What follows belongs to an exercise in optimizing a design on an open flow for small area and a short achievable clock period; a production flow would make more cautious choices.

==> 02-12: inputs <==
## dfc_codec
module dfc_codec (
  input  wire         clk,
  input  wire         rst,
  input  wire         wr_valid,
  input  wire [511:0] wr_data,
  input  wire [1:0]   wr_dir,
  input  wire         wr_poison,
  output wire         wr_out_valid,
  output wire [127:0] wr_cb,
  input  wire         rd_valid,
  input  wire [639:0] rd_word,
  input  wire         rd_mark_valid,
  input  wire [3:0]   rd_mark_dev,
  output wire         rd_out_valid,
  output wire [511:0] rd_data,
  output wire [1:0]   rd_dir,
  output wire         rd_poison,
  output wire [1:0]   rd_status,
  output wire [3:0]   rd_dev
);
Settings: LEC_CHECK=0, CAP_MARGIN=20, CORE_AREA=5 5 635 635, DIE_AREA=0 0 640 640, PLACE_DENSITY=0.6, SLEW_MARGIN=20, BUFFER_PORTS_ARGS=-buffer_cell sky130_fd_sc_hd__buf_1; clock period 10.0 ns.
standard.sh (not shown) runs the stock make flow with config.mk's settings and CLKGATE_MAP_FILE= SYNTH_SCRIPT=/design/flow/synth_recipe.tcl, a recipe that flattens the netlist after the stock synthesis.
==> flow/flow/run.sh <==
#!/bin/bash
# The standard layout, with two changes to how it is made:
#  - the port buffers that buffer_ports inserts are sky130_fd_sc_hd__buf_1
#    instead of the tool's default choice;


set -euo pipefail
cat >> config.mk <<'EOC'
export BUFFER_PORTS_ARGS = -buffer_cell sky130_fd_sc_hd__buf_1
EOC
bash standard.sh > standard.log 2>&1
==> 11-23 (differences from 02-12) <==
--- a/flow/design.v
+++ b/flow/design.v
@@ -36,15 +36,15 @@
   input  wire         clk,
   input  wire         rst,
   input  wire         in_valid,
   input  wire [511:0] in_data,
   input  wire [1:0]   in_dir,
   input  wire         in_poison,
   output reg          out_valid,
-  output reg  [127:0] out_cb    
+  output reg  [127:0] out_cb
 );
 function [63:0] gf_x;
   input [63:0] a;
   begin
     gf_x = {a[62:0], 1'b0} ^ (a[63] ? 64'h1B : 64'h0);
   end
 endfunction
@@ -79,61 +79,51 @@
   reg [63:0] w [0:7];
   integer d, b;
   always @* begin
     for (d = 0; d < 8; d = d + 1)
       for (b = 0; b < 16; b = b + 1)
         w[d][4*b +: 4] = in_data[32*b + 4*d +: 4];
   end
-  localparam integer LV = 2;    
-  reg [63:0] tgt, x, y, v;
+  reg [63:0] tgt, x, y, v, p, z, w8, w9;
   reg [63:0] sk [0:6];
   integer l, i;
   always @* begin
     tgt = 64'h0;
     tgt[32] = in_dir[0];
     tgt[33] = in_dir[1];
     tgt[40] = in_poison;
     x = ((w[0] ^ w[1]) ^ (w[2] ^ w[3])) ^ ((w[4] ^ w[5]) ^ (w[6] ^ w[7]));
     y = ((gf_xinvk(w[0], 8) ^ gf_xinvk(w[1], 7)) ^ (gf_xinvk(w[2], 6) ^ gf_xinvk(w[3], 5)))
       ^ ((gf_xinvk(w[4], 4) ^ gf_xinvk(w[5], 3)) ^ (gf_xinvk(w[6], 2) ^ gf_xinvk(w[7], 1)))
       ^ gf_xinvk(tgt, 8);
     v = x ^ y;
     sk[0] = v;
-    for (l = 0; l < LV; l = l + 1) begin
+    for (l = 0; l < 6; l = l + 1) begin
       sk[l+1] = sk[l];
       for (i = 0; i < 64; i = i + 1)
         if ((i >> l) & 1)
           sk[l+1][i] = sk[l][i] ^ sk[l][((i >> l) << l) - 1];
     end
-  end
-  reg [63:0] x_q, h_q;
+    p = sk[6];
+    z = p;
+    z[0] = p[63] ^ v[0];
+    z[3] = p[63] ^ p[3];
+    w9 = z;
+    w8 = x ^ w9;
+  end
+  reg [127:0] cb;
+  integer k;
+  always @* begin
+    for (k = 0; k < 16; k = k + 1)
+      cb[8*k +: 8] = {w9[4*k +: 4], w8[4*k +: 4]};
+  end
   always @(posedge clk) begin
     if (rst) out_valid <= 1'b0;
     else     out_valid <= in_valid;
-    x_q <= x;
-    h_q <= sk[LV];
-  end
-  reg [63:0] pk [0:6];
-  reg [63:0] p, z, w8, w9;
-  always @* begin
-    pk[LV] = h_q;
-    for (l = LV; l < 6; l = l + 1) begin
-      pk[l+1] = pk[l];
-      for (i = 0; i < 64; i = i + 1)
-        if ((i >> l) & 1)
-          pk[l+1][i] = pk[l][i] ^ pk[l][((i >> l) << l) - 1];
-    end
-    p = pk[6];
-    z = p;
-    z[0] = p[63] ^ h_q[0];
-    z[3] = p[63] ^ p[3];
-    w9 = z;
-    w8 = x_q ^ w9;
-    for (i = 0; i < 16; i = i + 1)
-      out_cb[8*i +: 8] = {w9[4*i +: 4], w8[4*i +: 4]};
+    out_cb <= cb;
   end
 endmodule
 module dfc_decoder (
   input  wire         clk,
   input  wire         rst,
   input  wire         in_valid,
   input  wire [639:0] in_word,
@@ -191,65 +181,70 @@
   reg [63:0] s0, s1;
   always @* begin
     s0 = ((w[0] ^ w[1]) ^ (w[2] ^ w[3])) ^ ((w[4] ^ w[5]) ^ (w[6] ^ w[7])) ^ (w[8] ^ w[9]);
     s1 = ((w[0] ^ gf_xk(w[1], 1)) ^ (gf_xk(w[2], 2) ^ gf_xk(w[3], 3)))
        ^ ((gf_xk(w[4], 4) ^ gf_xk(w[5], 5)) ^ (gf_xk(w[6], 6) ^ gf_xk(w[7], 7)))
        ^ (gf_xk(w[8], 8) ^ gf_xk(w[9], 9));
   end
-  reg [9:0]  dev_fit;
-  reg        s0_nz, clean_fit;
-  integer j;
+  reg [9:0]  z, mk, zm;
+  reg [2:0]  et [0:9];
+  reg        s0_nz, clean_fit, any_lo, any_hi, multi_lo, multi_hi, one, ok;
+  reg [2:0]  dtag, tag;
+  reg [3:0]  ddev;
+  reg [63:0] e;
+  integer j, jj;
   always @* begin
     s0_nz = |s0;
-    clean_fit = !s0_nz && ((s1 & ~TAGS) == 64'h0);
-    for (j = 0; j < 10; j = j + 1)
-      dev_fit[j] = s0_nz && (((s1 ^ gf_xk(s0, j)) & ~TAGS) == 64'h0)
-                   && (!in_mark_valid || in_mark_dev == j[3:0]);
-  end
-  reg [511:0] wd_q;       
-  reg [63:0]  s0_q;
-  reg [2:0]   s1t_q;      
-  reg [9:0]   fit_q;
-  reg         clean_q;
+    for (j = 0; j < 10; j = j + 1) begin
+      e = s1 ^ gf_xk(s0, j);
+      z[j] = ((e & ~TAGS) == 64'h0);
+      et[j] = {e[40], e[33], e[32]};
+      mk[j] = !in_mark_valid || in_mark_dev == j[3:0];
+    end
+    zm = z & mk;
+    any_lo = |zm[4:0];
+    any_hi = |zm[9:5];
+    multi_lo = 1'b0;
+    multi_hi = 1'b0;
+    for (j = 0; j < 5; j = j + 1)
+      for (jj = j + 1; jj < 5; jj = jj + 1) begin
+        multi_lo = multi_lo | (zm[j] & zm[jj]);
+        multi_hi = multi_hi | (zm[5+j] & zm[5+jj]);
+      end
+    one = (any_lo ^ any_hi) & !multi_lo & !multi_hi;
+    clean_fit = !s0_nz && z[0];
+    ok = s0_nz ? one : z[0];
+    dtag = 3'b000;
+    ddev = 4'd0;
+    for (j = 0; j < 10; j = j + 1) begin
+      dtag = dtag | (et[j] & {3{zm[j]}});
+      if (zm[j]) ddev = ddev | j[3:0];
+    end
+    tag = s0_nz ? dtag : et[0];
+  end
+  reg [511:0] xn;
   integer m, n;
+  always @* begin
+    for (m = 0; m < 8; m = m + 1)
+      for (n = 0; n < 64; n = n + 1)
+        xn[32*(n/4) + 4*m + (n%4)] = ~(w[m][n] ^ (zm[m] & s0[n]));
+  end
+  reg [511:0] xn_q;
+  reg         okn_q;      
   always @(posedge clk) begin
     if (rst) out_valid <= 1'b0;
     else     out_valid <= in_valid;
-    for (m = 0; m < 8; m = m + 1)
-      for (n = 0; n < 64; n = n + 1)
-        wd_q[32*(n/4) + 4*m + (n%4)] <= w[m][n];
-    s0_q    <= s0;
-    s1t_q   <= {s1[40], s1[33], s1[32]};
-    fit_q   <= dev_fit;
-    clean_q <= clean_fit;
-  end
-  reg        any_fit, multi_fit, ok;
-  reg [2:0]  tag;
-  reg [3:0]  dev;
-  integer k;
-  always @* begin
-    any_fit   = |fit_q;
-    multi_fit = 1'b0;
-    for (k = 0; k < 10; k = k + 1)
-      multi_fit = multi_fit | (fit_q[k] & |(fit_q & ~(10'h3FF << k)));
-    ok = clean_q | (any_fit & !multi_fit);
-    tag = s1t_q;
-    for (k = 0; k < 10; k = k + 1)
-      tag = tag ^ ({s0_q[40-k], s0_q[33-k], s0_q[32-k]} & {3{fit_q[k]}});
-    dev = 4'd0;
-    for (k = 0; k < 10; k = k + 1)
-      if (fit_q[k]) dev = dev | k[3:0];
-    out_dev = dev & {4{ok}};
-    for (m = 0; m < 8; m = m + 1)
-      for (n = 0; n < 64; n = n + 1)
-        out_data[32*(n/4) + 4*m + (n%4)] = ok & (wd_q[32*(n/4) + 4*m + (n%4)] ^ (fit_q[m] & s0_q[n]));
-    out_status = {!ok, ok & !clean_q};
-    out_dir    = tag[1:0] | {2{!ok}};
-    out_poison = tag[2] | !ok;
-  end
+    xn_q       <= xn;
+    okn_q      <= !ok;
+    out_dev    <= ddev & {4{ok & s0_nz}};
+    out_status <= {!ok, ok & !clean_fit};
+    out_dir    <= tag[1:0] | {2{!ok}};
+    out_poison <= tag[2] | !ok;
+  end
+  always @* out_data = ~(xn_q | {512{okn_q}});
 endmodule
 module dfc_codec (
   input  wire         clk,
   input  wire         rst,
   input  wire         wr_valid,
   input  wire [511:0] wr_data,
   input  wire [1:0]   wr_dir,
==> flow/flow/run.sh (replaced) <==
#!/bin/bash
# The standard layout (standard.sh), with these changes to how it is made:
#  - synthesis is the standard flow's synthesis script with ABC run on flow/abc.script, a
#    delay-targeted mapping, instead of ORFS's abc_speed script; every other
#    synthesis step (and so every register) is as in the standard synthesis;
#  - the port buffers that buffer_ports inserts are sky130_fd_sc_hd__buf_1
#    instead of the tool's default choice;
set -euo pipefail
W=$PWD
cat >> config.mk <<'EOC'
export BUFFER_PORTS_ARGS = -buffer_cell sky130_fd_sc_hd__buf_1
EOC
export FLOW_FLOW_ABC_SCRIPT=$W/flow/abc.script
{ head -n 1 synth_recipe.tcl; cat flow/abc_proc.tcl; tail -n +2 synth_recipe.tcl; } > own_synth.tcl
M=$(cat flow/setup_margin)
sed -e "s#SYNTH_SCRIPT=[^ ]*#SYNTH_SCRIPT=$W/own_synth.tcl#" -e "s#SETUP_SLACK_MARGIN=[^ ]*#SETUP_SLACK_MARGIN=$M#" standard.sh > own_standard.sh
grep -q "SETUP_SLACK_MARGIN=$M " own_standard.sh
grep -q "SYNTH_SCRIPT=$W/own_synth.tcl" own_standard.sh
bash own_standard.sh > standard.log 2>&1
==> flow/flow/abc.script (new file) <==
strash
dch
map -D 2500
topo
buffer -c
stime -c
upsize -c
dnsize -c
==> flow/flow/abc_proc.tcl (new file) <==
# Run ABC with this flow's own script (flow/abc.script) in place of ORFS's.
# It maps only the combinational logic; the registers are left as they are.
proc abc {args} {
  set i [lsearch -exact $args -script]
  if {$i >= 0} { lset args [expr {$i + 1}] $::env(FLOW_FLOW_ABC_SCRIPT) }
  yosys abc {*}$args
}
==> flow/flow/setup_margin (new file) <==
5
Settings changed: SETUP_SLACK_MARGIN from default to 5, TNS_END_PERCENT from default to 0.
==> metrics.md <==
| Metric | Value |
|---|---|
| Fill count | approximately 45000 |
| Vias per cell | ~4.1 |
| Hold slack | around 1.3 ns |
| First-pass GRT wire length | approximately 600 mm |
| Cells after DPL | about 14000 |
| Status | timing/DRC/antenna clean |
| Yosys cell types | 57 |
(the above is from 11-23)
==> metrics.md <==
| Metric | Value |
|---|---|
| Status | timing/DRC/antenna clean |
| Yosys cell types | just over 50 |
| Cells after DPL | approximately 13000 |
| Fill count | approximately 45000 |
| Vias per cell | roughly 3.8 |
| First-pass GRT wire length | 500.7 mm |
| Hold slack | approximately 1.3 ns |
(the above is from 02-12)
Function was not checked in any run of this note: the RTL went through the layout flow alone.

==> trial 28: inputs <==
==> flow/design.v <==
function [63:0] gf_x;
  input [63:0] a;
  begin
    gf_x = {a[62:0], 1'b0} ^ (a[63] ? 64'h1B : 64'h0);
  end
endfunction
function [63:0] gf_xinv;
  input [63:0] a;
  begin
    gf_xinv = {a[0], a[63:1]} ^ (a[0] ? 64'hD : 64'h0);
  end
endfunction
function [63:0] gf_xk;
  input [63:0] a;
  input integer k;
  integer i;
  reg [63:0] t;
  begin
    t = a;
    for (i = 0; i < k; i = i + 1) t = gf_x(t);
    gf_xk = t;
  end
endfunction
function [63:0] gf_xinvk;
  input [63:0] a;
  input integer k;
  integer i;
  reg [63:0] t;
  begin
    t = a;
    for (i = 0; i < k; i = i + 1) t = gf_xinv(t);
    gf_xinvk = t;
  end
endfunction
module dfc_encoder (
  input  wire         clk,
  input  wire         rst,
  input  wire         in_valid,
  input  wire [511:0] in_data,
  input  wire [1:0]   in_dir,
  input  wire         in_poison,
  output reg          out_valid,
  output reg  [127:0] out_cb    
);
function [63:0] gf_x;
  input [63:0] a;
  begin
    gf_x = {a[62:0], 1'b0} ^ (a[63] ? 64'h1B : 64'h0);
  end
endfunction
function [63:0] gf_xinv;
  input [63:0] a;
  begin
    gf_xinv = {a[0], a[63:1]} ^ (a[0] ? 64'hD : 64'h0);
  end
endfunction
function [63:0] gf_xk;
  input [63:0] a;
  input integer k;
  integer i;
  reg [63:0] t;
  begin
    t = a;
    for (i = 0; i < k; i = i + 1) t = gf_x(t);
    gf_xk = t;
  end
endfunction
function [63:0] gf_xinvk;
  input [63:0] a;
  input integer k;
  integer i;
  reg [63:0] t;
  begin
    t = a;
    for (i = 0; i < k; i = i + 1) t = gf_xinv(t);
    gf_xinvk = t;
  end
endfunction
  reg [63:0] w [0:7];
  integer d, b;
  always @* begin
    for (d = 0; d < 8; d = d + 1)
      for (b = 0; b < 16; b = b + 1)
        w[d][4*b +: 4] = in_data[32*b + 4*d +: 4];
  end
  localparam integer LV = 2;    
  reg [63:0] tgt, x, y, v;
  reg [63:0] sk [0:6];
  integer l, i;
  always @* begin
    tgt = 64'h0;
    tgt[32] = in_dir[0];
    tgt[33] = in_dir[1];
    tgt[40] = in_poison;
    x = ((w[0] ^ w[1]) ^ (w[2] ^ w[3])) ^ ((w[4] ^ w[5]) ^ (w[6] ^ w[7]));
    y = ((gf_xinvk(w[0], 8) ^ gf_xinvk(w[1], 7)) ^ (gf_xinvk(w[2], 6) ^ gf_xinvk(w[3], 5)))
      ^ ((gf_xinvk(w[4], 4) ^ gf_xinvk(w[5], 3)) ^ (gf_xinvk(w[6], 2) ^ gf_xinvk(w[7], 1)))
      ^ gf_xinvk(tgt, 8);
    v = x ^ y;
    sk[0] = v;
    for (l = 0; l < LV; l = l + 1) begin
      sk[l+1] = sk[l];
      for (i = 0; i < 64; i = i + 1)
        if ((i >> l) & 1)
          sk[l+1][i] = sk[l][i] ^ sk[l][((i >> l) << l) - 1];
    end
  end
  reg [63:0] x_q, h_q;
  always @(posedge clk) begin
    if (rst) out_valid <= 1'b0;
    else     out_valid <= in_valid;
    x_q <= x;
    h_q <= sk[LV];
  end
  reg [63:0] pk [0:6];
  reg [63:0] p, z, w8, w9;
  always @* begin
    pk[LV] = h_q;
    for (l = LV; l < 6; l = l + 1) begin
      pk[l+1] = pk[l];
      for (i = 0; i < 64; i = i + 1)
        if ((i >> l) & 1)
          pk[l+1][i] = pk[l][i] ^ pk[l][((i >> l) << l) - 1];
    end
    p = pk[6];
    z = p;
    z[0] = p[63] ^ h_q[0];
    z[3] = p[63] ^ p[3];
    w9 = z;
    w8 = x_q ^ w9;
    for (i = 0; i < 16; i = i + 1)
      out_cb[8*i +: 8] = {w9[4*i +: 4], w8[4*i +: 4]};
  end
endmodule
module dfc_decoder (
  input  wire         clk,
  input  wire         rst,
  input  wire         in_valid,
  input  wire [639:0] in_word,
  input  wire         in_mark_valid,
  input  wire [3:0]   in_mark_dev,
  output reg          out_valid,
  output reg  [511:0] out_data,
  output reg  [1:0]   out_dir,
  output reg          out_poison,
  output reg  [1:0]   out_status,
  output reg  [3:0]   out_dev
);
function [63:0] gf_x;
  input [63:0] a;
  begin
    gf_x = {a[62:0], 1'b0} ^ (a[63] ? 64'h1B : 64'h0);
  end
endfunction
function [63:0] gf_xinv;
  input [63:0] a;
  begin
    gf_xinv = {a[0], a[63:1]} ^ (a[0] ? 64'hD : 64'h0);
  end
endfunction
function [63:0] gf_xk;
  input [63:0] a;
  input integer k;
  integer i;
  reg [63:0] t;
  begin
    t = a;
    for (i = 0; i < k; i = i + 1) t = gf_x(t);
    gf_xk = t;
  end
endfunction
function [63:0] gf_xinvk;
  input [63:0] a;
  input integer k;
  integer i;
  reg [63:0] t;
  begin
    t = a;
    for (i = 0; i < k; i = i + 1) t = gf_xinv(t);
    gf_xinvk = t;
  end
endfunction
  localparam [63:0] TAGS = (64'h1 << 32) | (64'h1 << 33) | (64'h1 << 40);
  reg [63:0] w [0:9];
  integer d, b;
  always @* begin
    for (d = 0; d < 10; d = d + 1)
      for (b = 0; b < 16; b = b + 1)
        w[d][4*b +: 4] = in_word[40*b + 4*d +: 4];
  end
  reg [63:0] s0, s1;
  always @* begin
    s0 = ((w[0] ^ w[1]) ^ (w[2] ^ w[3])) ^ ((w[4] ^ w[5]) ^ (w[6] ^ w[7])) ^ (w[8] ^ w[9]);
    s1 = ((w[0] ^ gf_xk(w[1], 1)) ^ (gf_xk(w[2], 2) ^ gf_xk(w[3], 3)))
       ^ ((gf_xk(w[4], 4) ^ gf_xk(w[5], 5)) ^ (gf_xk(w[6], 6) ^ gf_xk(w[7], 7)))
       ^ (gf_xk(w[8], 8) ^ gf_xk(w[9], 9));
  end
  reg [9:0]  dev_fit;
  reg        s0_nz, clean_fit;
  integer j;
  always @* begin
    s0_nz = |s0;
    clean_fit = !s0_nz && ((s1 & ~TAGS) == 64'h0);
    for (j = 0; j < 10; j = j + 1)
      dev_fit[j] = s0_nz && (((s1 ^ gf_xk(s0, j)) & ~TAGS) == 64'h0)
                   && (!in_mark_valid || in_mark_dev == j[3:0]);
  end
  reg [511:0] wd_q;       
  reg [63:0]  s0_q;
  reg [2:0]   s1t_q;      
  reg [9:0]   fit_q;
  reg         clean_q;
  integer m, n;
  always @(posedge clk) begin
    if (rst) out_valid <= 1'b0;
    else     out_valid <= in_valid;
    for (m = 0; m < 8; m = m + 1)
      for (n = 0; n < 64; n = n + 1)
        wd_q[32*(n/4) + 4*m + (n%4)] <= w[m][n];
    s0_q    <= s0;
    s1t_q   <= {s1[40], s1[33], s1[32]};
    fit_q   <= dev_fit;
    clean_q <= clean_fit;
  end
  reg        any_fit, multi_fit, ok;
  reg [2:0]  tag;
  reg [3:0]  dev;
  integer k;
  always @* begin
    any_fit   = |fit_q;
    multi_fit = 1'b0;
    for (k = 0; k < 10; k = k + 1)
      multi_fit = multi_fit | (fit_q[k] & |(fit_q & ~(10'h3FF << k)));
    ok = clean_q | (any_fit & !multi_fit);
    tag = s1t_q;
    for (k = 0; k < 10; k = k + 1)
      tag = tag ^ ({s0_q[40-k], s0_q[33-k], s0_q[32-k]} & {3{fit_q[k]}});
    dev = 4'd0;
    for (k = 0; k < 10; k = k + 1)
      if (fit_q[k]) dev = dev | k[3:0];
    out_dev = dev & {4{ok}};
    for (m = 0; m < 8; m = m + 1)
      for (n = 0; n < 64; n = n + 1)
        out_data[32*(n/4) + 4*m + (n%4)] = ok & (wd_q[32*(n/4) + 4*m + (n%4)] ^ (fit_q[m] & s0_q[n]));
    out_status = {!ok, ok & !clean_q};
    out_dir    = tag[1:0] | {2{!ok}};
    out_poison = tag[2] | !ok;
  end
endmodule
module dfc_codec (
  input  wire         clk,
  input  wire         rst,
  input  wire         wr_valid,
  input  wire [511:0] wr_data,
  input  wire [1:0]   wr_dir,
  input  wire         wr_poison,
  output wire         wr_out_valid,
  output wire [127:0] wr_cb,
  input  wire         rd_valid,
  input  wire [639:0] rd_word,
  input  wire         rd_mark_valid,
  input  wire [3:0]   rd_mark_dev,
  output wire         rd_out_valid,
  output wire [511:0] rd_data,
  output wire [1:0]   rd_dir,
  output wire         rd_poison,
  output wire [1:0]   rd_status,
  output wire [3:0]   rd_dev
);
  dfc_encoder u_enc (
    .clk(clk), .rst(rst),
    .in_valid(wr_valid), .in_data(wr_data), .in_dir(wr_dir), .in_poison(wr_poison),
    .out_valid(wr_out_valid), .out_cb(wr_cb)
  );
  dfc_decoder u_dec (
    .clk(clk), .rst(rst),
    .in_valid(rd_valid), .in_word(rd_word),
    .in_mark_valid(rd_mark_valid), .in_mark_dev(rd_mark_dev),
    .out_valid(rd_out_valid), .out_data(rd_data), .out_dir(rd_dir),
    .out_poison(rd_poison), .out_status(rd_status), .out_dev(rd_dev)
  );
endmodule
==> flow/flow/run.sh <==
#!/bin/bash
# The standard layout, with the port buffers that buffer_ports inserts made
# sky130_fd_sc_hd__buf_1 instead of the tool's default choice.
set -euo pipefail
echo 'export BUFFER_PORTS_ARGS = -buffer_cell sky130_fd_sc_hd__buf_1' >> config.mk
bash standard.sh > standard.log 2>&1
==> flow/standard.sh <==
#!/bin/bash
# synth_recipe.tcl (not shown) runs the flow's synth.tcl, then flattens the netlist and writes it again
# the make line also repeats each setting of config.mk as NAME=value (left out here)
make -C /OpenROAD-flow-scripts/flow DESIGN_CONFIG=/design/flow/config.mk WORK_HOME=/design/flow/orfs CLKGATE_MAP_FILE= SYNTH_SCRIPT=/design/flow/synth_recipe.tcl "${@:-finish}"
==> flow/config.mk <==
export PLATFORM = sky130hd
export DESIGN_NAME = dfc_codec
export DESIGN_NICKNAME = dfc_codec
export VERILOG_FILES = /design/flow/design.v
export SDC_FILE = /design/flow/constraint.sdc
export NUM_CORES = 4
export LEC_CHECK = 0
export CAP_MARGIN = 20
export CORE_AREA = 5 5 395 395
export DIE_AREA = 0 0 400 400
export PLACE_DENSITY = 0.5
export SLEW_MARGIN = 20
export BUFFER_PORTS_ARGS = -buffer_cell sky130_fd_sc_hd__buf_1
==> flow/constraint.sdc <==
create_clock -name core_clock -period 10.0 [get_ports {clk}]
set_input_delay 2.0000 -clock core_clock [delete_from_list [all_inputs] [get_ports {clk}]]
set_output_delay 2.0000 -clock core_clock [all_outputs]
set_load 0.01 [all_outputs]
==> build 58 (differences from trial 28) <==
==> flow/flow/run.sh (replaced) <==
#!/bin/bash
# The standard layout, with two changes to how it is made:
#  - the port buffers that buffer_ports inserts are sky130_fd_sc_hd__buf_1
#    instead of the tool's default choice;


set -euo pipefail
cat >> config.mk <<'EOC'
export BUFFER_PORTS_ARGS = -buffer_cell sky130_fd_sc_hd__buf_1
EOC
bash standard.sh > standard.log 2>&1
--- a/flow/config.mk
+++ b/flow/config.mk
@@ -7,7 +7,8 @@
 export LEC_CHECK = 0
 export CAP_MARGIN = 20
-export CORE_AREA = 5 5 395 395
-export DIE_AREA = 0 0 400 400
-export PLACE_DENSITY = 0.5
+export CORE_AREA = 5 5 635 635
+export DIE_AREA = 0 0 640 640
+export PLACE_DENSITY = 0.6
+export SETUP_SLACK_MARGIN = 5
 export SLEW_MARGIN = 20
 export BUFFER_PORTS_ARGS = -buffer_cell sky130_fd_sc_hd__buf_1
==> summary.txt <==
Build 58 went through all stages and came out clean. Trial 28 failed in I/O pin placement (3_2_place_iop). In synthesized area, trial 28 and build 58 do not differ. Synthesized cell count is the same in trial 28 and build 58.
==> figures <==
quantity                                                                            trial 28        build 58
Area leader, netlist                                                                 xnor2_1         xnor2_1
Share of the yosys chip area belonging to registers                                    26.9%           26.9%
Most instantiated flip-flop cell in the synthesis netlist                            dfxtp_1         dfxtp_1
Die Span Y                                                                            400 um          640 um
Initial Util                                                                           35.4%           13.6%
Run status                                                            stopped before the end  finished clean
Failing step                                               I/O pin placement (3_2_place_iop)               -
Row count                                                                                143             231
Warnings, synthesis                                                                        6               6
Floorplan die width                                                                   400 um          640 um
Synth Area in Simple Gates                                                             11.2%           11.2%
No run of this note included a check of the RTL's function; only the layout flow was run.

[port drivers added, routing unchanged]
In the flow no input, the clock included, has a driving cell. The finished layouts below were timed again as built, in two steps. Step 1 (the two cells are an assumption about what drives the block):
set clk [get_ports {clk}]
set_driving_cell -lib_cell sky130_fd_sc_hd__clkbuf_16 $clk
set_driving_cell -lib_cell sky130_fd_sc_hd__buf_2 [delete_from_list [all_inputs] $clk]
Step 2 adds t to the input delays and takes it off the output delays; t is the mean of the earliest and latest rising clock arrival at the registers after step 1. Input paths then give back, and output paths get back, about the clock's delay inside the block. Slacks: ideal / step 1 / step 2; pairs: ideal / step 1.
run	shift t [ns]	slack for setup (ns)	worst setup path at the end	latest minus earliest clock arrival (ns)	worst data-port slew with drivers (ns)
02-12	0.903	2.828 / 2.738 / 3.490	input to register	0.074 / 0.073	0.38
11-23	0.948	4.649 / 4.677 / 3.729	input to register	0.090 / 0.090	0.64
build 58	0.932	4.120 / 4.028 / 4.030	input to register	0.111 / 0.112	0.36
After both steps setup and hold are still met in every run listed. For 11-23, which loses most, drivers alone change the setup slack by +0.028 ns; drivers and shift together by -0.920 ns.
